Context: an optimization exercise on an open-source flow, tuned for small area. The choices shown serve that exercise and are no tape-out recipe.
The RTL was checked by simulation tests, not by an equivalence proof against the original design.

==> 11-25 <==
## loop_engine
module loop_engine (
    input  wire         clk,
    input  wire         rst,             
    input  wire         start,           
    input  wire         init,            
    output wire         ready,
    output reg          done,
    input  wire         dact,            
    input  wire         d_on_pv,         
    input  wire [1:0]   nreg,            
    input  wire [1:0]   sch_src,         
    input  wire         pv_scaled,       
    input  wire [31:0]  pv_ofs,
    input  wire [15:0]  pv_scl,
    input  wire [4:0]   pv_sh,
    input  wire [1:0]   mode,            
    input  wire [1:0]   fault_act,       
    input  wire [15:0]  hold_max,
    input  wire [15:0]  man_out,
    input  wire [15:0]  out_hi,
    input  wire [15:0]  out_lo,
    input  wire [15:0]  fallback,
    input  wire [15:0]  bias,
    input  wire [15:0]  hyst,
    input  wire [15:0]  kf,
    input  wire [63:0]  re_kp,
    input  wire [15:0]  re_kp_sh,
    input  wire [63:0]  re_ki,
    input  wire [15:0]  re_ki_sh,
    input  wire [63:0]  re_kd,
    input  wire [15:0]  re_kd_sh,
    input  wire [63:0]  re_kff,
    input  wire [15:0]  re_kff_sh,
    input  wire [63:0]  re_bound,        
    input  wire [31:0]  pv_raw,
    input  wire [1:0]   pv_q,            
    input  wire [15:0]  sp_in,
    input  wire         sp_valid,
    input  wire [15:0]  ff_in,
    input  wire         ff_valid,
    input  wire [15:0]  trk_in,
    input  wire         trk_valid,
    input  wire [15:0]  sch_in,
    input  wire         sch_valid,
    input  wire [15:0]  out_ref_in,      
    output reg  [39:0]  i_acc,
    output reg  [15:0]  out,
    output reg  [15:0]  pv_last,
    output reg  [15:0]  x_prev,
    output reg  [15:0]  df,
    output reg  [15:0]  sp_eff,
    output reg  [15:0]  ff_last,
    output reg  [1:0]   region,
    output reg          sat_hi,
    output reg          sat_lo,
    output reg          in_fault,
    output reg  [1:0]   q_last,
    output reg          auto_st,
    output reg  [15:0]  bad,
    output reg          executed,        
    output reg          ev_fault,        
    output reg          ev_forced_man,   
    output reg          ev_region,       
    output reg          ev_sat           
);
export LEC_CHECK = 0
export ABC_AREA = 1
export CAP_MARGIN = 20
export CORE_MARGIN = 2
export CORE_UTILIZATION = 40
export PLACE_DENSITY = 0.55
export SLEW_MARGIN = 20
create_clock -name core_clock -period 180.0 [get_ports {clk}]
standard.sh (not shown) runs the stock make flow with config.mk's settings and CLKGATE_MAP_FILE= SYNTH_SCRIPT=/design/flow/synth_recipe.tcl, a recipe that flattens the netlist after the stock synthesis.
==> flow/flow/run.sh <==
#!/bin/bash
# Standard layout, with the port buffers made from the smallest buffer
# cell and no dummy loads added to balance the clock tree.
export BUFFER_PORTS_ARGS="-buffer_cell sky130_fd_sc_hd__buf_1"
export CTS_ARGS="-sink_clustering_enable -repair_clock_nets -dont_use_dummy_load"
bash standard.sh > standard.log 2>&1
==> 12-09 (differences from 11-25) <==
--- a/flow/design.v
+++ b/flow/design.v
@@ -65,42 +65,43 @@
 );
     localparam [1:0] M_OFF = 2'd0, M_MANUAL = 2'd1, M_AUTO = 2'd2, M_TRACK = 2'd3;
     localparam [5:0] S_IDLE = 6'd0,
                      S_PVH  = 6'd1,    
                      S_PV   = 6'd2,    
-                     S_X1   = 6'd3,    
-                     S_X2   = 6'd4,    
-                     S_DF   = 6'd5,    
-                     S_G1   = 6'd6,    
-                     S_G2   = 6'd7,    
-                     S_G3   = 6'd8,    
-                     S_G4   = 6'd9,    
-                     S_G5   = 6'd10,   
-                     S_G6   = 6'd11,   
-                     S_G7   = 6'd12,   
-                     S_CL   = 6'd13,   
-                     S_L1   = 6'd14,   
-                     S_L2   = 6'd15,
-                     S_L3   = 6'd16,
-                     S_L4   = 6'd17,   
-                     S_C1   = 6'd18,   
-                     S_C2   = 6'd19,
-                     S_C3   = 6'd20,
-                     S_C4   = 6'd21,   
-                     S_A1   = 6'd22,   
-                     S_A2   = 6'd23,   
-                     S_A3   = 6'd24,   
-                     S_A4   = 6'd25,   
-                     S_A5   = 6'd26,   
-                     S_A6   = 6'd27,
-                     S_A7   = 6'd28,
-                     S_A8   = 6'd29,   
-                     S_A9   = 6'd30,   
-                     S_M1   = 6'd31,   
-                     S_M2   = 6'd32,   
-                     S_M3   = 6'd33,   
-                     S_M4   = 6'd34;   
+                     S_PVR  = 6'd3,    
+                     S_X1   = 6'd4,    
+                     S_X2   = 6'd5,    
+                     S_DF   = 6'd6,    
+                     S_G1   = 6'd7,    
+                     S_G2   = 6'd8,    
+                     S_G3   = 6'd9,    
+                     S_G4   = 6'd10,    
+                     S_G5   = 6'd11,   
+                     S_G6   = 6'd12,   
+                     S_G7   = 6'd13,   
+                     S_CL   = 6'd14,   
+                     S_L1   = 6'd15,   
+                     S_L2   = 6'd16,
+                     S_L3   = 6'd17,
+                     S_L4   = 6'd18,   
+                     S_C1   = 6'd19,   
+                     S_C2   = 6'd20,
+                     S_C3   = 6'd21,
+                     S_C4   = 6'd22,   
+                     S_A1   = 6'd23,   
+                     S_A2   = 6'd24,   
+                     S_A3   = 6'd25,   
+                     S_A4   = 6'd26,   
+                     S_A5   = 6'd27,   
+                     S_A6   = 6'd28,
+                     S_A7   = 6'd29,
+                     S_A8   = 6'd30,   
+                     S_A9   = 6'd31,   
+                     S_M1   = 6'd32,   
+                     S_M2   = 6'd33,   
+                     S_M3   = 6'd34,   
+                     S_M4   = 6'd35;   
     reg  [5:0]  st;
     reg  [48:0] acc;
     reg         valid_seen;
     reg         mode_was_off;
     reg         c_last_ok;
@@ -147,11 +148,14 @@
             bm    = b_neg ? ~bm : bm;
             prod  = prod + ({15'd0, ~bm[17], bm[16:0]} << (2*bk)) + ({32'd0, b_neg} << (2*bk));
         end
         prod = prod - 33'h0_AAAA_0000;
     end
-    wire [39:0] tw = {{8{prod[31]}}, prod[31:0]} << msh;
+    wire        pvr = (st == S_PVR);
+    wire [32:0] pv_y = pv_sh[4] ? acc[47:15] : {acc[31:0], 1'b0};
+    wire [32:0] sx = pvr ? pv_y : {prod[31], prod[31:0]};
+    wire [39:0] tw = {{7{sx[32]}}, sx} << msh;
     reg         t_ovf;
     integer     ti;
     always @* begin
         t_ovf = 1'b0;
         for (ti = 24; ti < 31; ti = ti + 1)
@@ -169,24 +173,25 @@
                         (($signed(res_hi) == $signed(out_hi)) & (|res[14:0]));
     wire        lt_lo = $signed(res_hi) < $signed(out_lo);
     wire [39:0] hi30 = {{9{out_hi[15]}}, out_hi, 15'd0};
     wire [39:0] lo30 = {{9{out_lo[15]}}, out_lo, 15'd0};
     wire [39:0] clamped = gt_hi ? hi30 : lt_lo ? lo30 : res[39:0];
-    reg  [4:0]  rk;
-    wire [49:0] rw = {res, 1'b0};
-    wire [49:0] rv = $signed(rw) >>> rk;             
-    reg         r_fit;
+    reg         fit_pv;
     integer i;
     always @* begin
-        r_fit = 1'b1;
+        fit_pv = 1'b1;
         for (i = 16; i < 48; i = i + 1)
-            if (rk <= i - 16 && res[i] != res[48]) r_fit = 1'b0;
+            if (pv_sh <= i - 16 && acc[i] != acc[48]) fit_pv = 1'b0;
     end
+    wire        fit_15 = (&res[48:31]) | ~(|res[48:31]);
+    wire [17:0] rv    = pvr ? tw[32:15] : res[31:14];
+    wire        r_fit = pvr ? fit_pv : fit_15;
+    wire        r_sgn = pvr ? acc[48] : res[48];
     wire [18:0] rv1 = {rv[17], rv[17:0]} + 19'd1;
     wire [17:0] rz = rv1[18:1];
-    wire        r_ovh = r_fit ? ($signed(rz) > 18'sd32767)  : ~res[48];
-    wire        r_ovl = r_fit ? ($signed(rz) < -18'sd32768) :  res[48];
+    wire        r_ovh = r_fit ? ($signed(rz) > 18'sd32767)  : ~r_sgn;
+    wire        r_ovl = r_fit ? ($signed(rz) < -18'sd32768) :  r_sgn;
     wire [15:0] r16 = r_ovh ? 16'h7FFF : r_ovl ? 16'h8000 : rz[15:0];
     reg  [15:0] xs;
     reg         xs_ok;
     always @* begin
         case (sch_src)
@@ -238,11 +243,10 @@
         msh = cl_kp_sh;
         opa = Z49;
         opb = {{9{term[39]}}, term};
         cin = 1'b0;
         sat_en = 1'b1;
-        rk = 5'd15;
         zsp = 1'b0;
         bsel = 2'd1;
         case (st)
             S_IDLE: begin
                 opa = {{17{pv_raw[31]}}, pv_raw};
@@ -250,14 +254,17 @@
                 cin = 1'b1; sat_en = 1'b0;
             end
             S_PVH: begin
                 ma = acc[32:16]; mb = pv_scl;
             end
+            S_PVR: begin
+                msh = ~pv_sh[3:0];
+            end
             S_PV: begin
                 ma = {1'b0, acc[15:0]}; mb = pv_scl; msh = 4'd0;
                 opa = {acc[48:16], 16'd0};
-                sat_en = 1'b0; rk = pv_sh;
+                sat_en = 1'b0;
             end
             S_X1: begin
                 zsp = d_on_pv;
                 ma = {x_prev[15], x_prev}; mb = 16'hFFFF; msh = 4'd0;
                 opa = {{33{e_s[15]}}, e_s};
@@ -279,11 +286,11 @@
                 bsel = (st == S_G2) ? r_cur : r_nxt;
                 ma = {bnd[15], bnd}; mb = 16'hFFFF; msh = 4'd0;
                 opa = acc;
             end
             S_G5, S_G6, S_G7: begin
-                bsel = st[1:0] - 2'd1;       
+                bsel = (st == S_G5) ? 2'd1 : (st == S_G6) ? 2'd2 : 2'd3;
                 ma = {bnd[15], bnd}; mb = 16'hFFFF; msh = 4'd0;
                 opa = {{33{xs[15]}}, xs};
             end
             S_L1, S_C1, S_A5: begin
                 ma = {e_s[15], e_s}; mb = cl_kp; msh = cl_kp_sh;
@@ -367,10 +374,14 @@
                 S_PVH: begin
                     acc <= {prod, acc[15:0]};
                     st  <= S_PV;
                 end
                 S_PV: begin
+                    acc <= res;
+                    st  <= S_PVR;
+                end
+                S_PVR: begin
                     ev_fault <= fault_n & ~in_fault;
                     st       <= S_X1;
                 end
                 S_X1, S_X2: begin
                     acc <= res;
@@ -465,11 +476,11 @@
             q_last     <= 2'd0;
             auto_st    <= 1'b0;
             bad        <= 16'd0;
         end else begin
             case (st)
-                S_PV: begin
+                S_PVR: begin
                     pv_last    <= pv_n;
                     bad        <= bad_n;
                     valid_seen <= seen_n;
                     in_fault   <= fault_n;
                     q_last     <= pv_q;
==> flow/flow/run.sh (replaced) <==
#!/bin/bash
# Standard layout, with the port buffers made from the smallest buffer
# cell, the fanout buffers that ABC adds in synthesis removed at floorplan
# (timing has a wide margin), and no dummy loads added to the clock tree.
export BUFFER_PORTS_ARGS="-buffer_cell sky130_fd_sc_hd__buf_1"
export REMOVE_ABC_BUFFERS=1
export CTS_ARGS="-sink_clustering_enable -repair_clock_nets -dont_use_dummy_load -buf_list {sky130_fd_sc_hd__clkbuf_4 sky130_fd_sc_hd__clkbuf_8}"
bash standard.sh > standard.log 2>&1
==> flow/config.mk (replaced) <==
export PLATFORM = sky130hd
export DESIGN_NAME = loop_engine
export DESIGN_NICKNAME = loop_engine
export VERILOG_FILES = /design/flow/design.v
export SDC_FILE = /design/flow/constraint.sdc
export NUM_CORES = 4
export LEC_CHECK = 0
export ABC_AREA = 0
export CAP_MARGIN = 10
export CORE_MARGIN = 2
export CORE_UTILIZATION = 40
export PLACE_DENSITY = 0.55
export SLEW_MARGIN = 10
==> 12-07 (differences from 11-25) <==
==> flow/flow/run.sh (replaced) <==
#!/bin/bash
# Standard layout, with the port buffers made from the smallest buffer
# cell, the fanout buffers that ABC adds in synthesis removed at floorplan
# (timing has a wide margin), and no dummy loads added to the clock tree.
export BUFFER_PORTS_ARGS="-buffer_cell sky130_fd_sc_hd__buf_1"
export REMOVE_ABC_BUFFERS=1
export CTS_ARGS="-sink_clustering_enable -repair_clock_nets -dont_use_dummy_load -buf_list {sky130_fd_sc_hd__clkbuf_4 sky130_fd_sc_hd__clkbuf_8}"
bash standard.sh > standard.log 2>&1
==> qor summary <==
| quantity | 12-09 | 12-07 | 11-25 |
|---|---|---|---|
| Status | timing/DRC/antenna clean | timing/DRC/antenna clean | timing/DRC/antenna clean |
| Highest clock frequency the design can meet | 16.7 MHz | 16.9 MHz | 17.0 MHz |
| Synth top area share | 8.99% | 12.9% | 12.9% |
| Start point of the worst min-delay path | mode_was_off | c_last_ok | c_last_ok |
| Measured slew at the worst slew-check pin | 1370 ps | 1180 ps | 1250 ps |
| Proportion of cell area occupied by registers | 15.5% | 15.1% | 15.0% |
| Post-route insts no fill | 7027 | 8487 | 8493 |
| Crit path required time | 180700 ps | 180700 ps | 180580 ps |
| Worst rel slew slack | 8.49% | 19.5% | 17.0% |
| Drt initial violations | 7096 | 8235 | 7268 |
| Time the final worst path needs with I/O delays and setup | 59950 ps | 59130 ps | 58710 ps |
| Number of cells produced by synthesis | 5036 | 6456 | 6456 |
| Reg2Reg Launch Point | st[5] | st[0] | st[2] |

-- re-timing with driven ports --
No port has a modelled driver above. Below, the same layouts with a new extraction and two added sets of constraints.
Step 1 (the two cells are an assumption about what drives the block):
set clk [get_ports {clk}]
set_driving_cell -lib_cell sky130_fd_sc_hd__clkbuf_16 $clk
set_driving_cell -lib_cell sky130_fd_sc_hd__buf_2 [delete_from_list [all_inputs] $clk]
Step 2 moves the port delays by t, midway between the first and last clock arrival at a register: inputs arrive t later, outputs are due t later. That takes back most of the time a late clock gives input paths.
Slacks: ideal ports / drivers / drivers and shift; pairs: ideal ports / drivers.
run	t, ns	setup WS [ns]	worst slew at a driven data input, ns	pins driven straight from the clock port
11-25	0.697	121.289 / 121.321 / 120.625	0.32	1
12-09	0.815	120.052 / 119.959 / 119.144	0.27	1
12-07	0.801	120.875 / 120.906 / 120.105	0.20	1
After both steps setup and hold are still met in every run listed. The setup slack of 12-09, which loses most, moves by -0.093 ns with the drivers and by -0.908 ns with both steps.
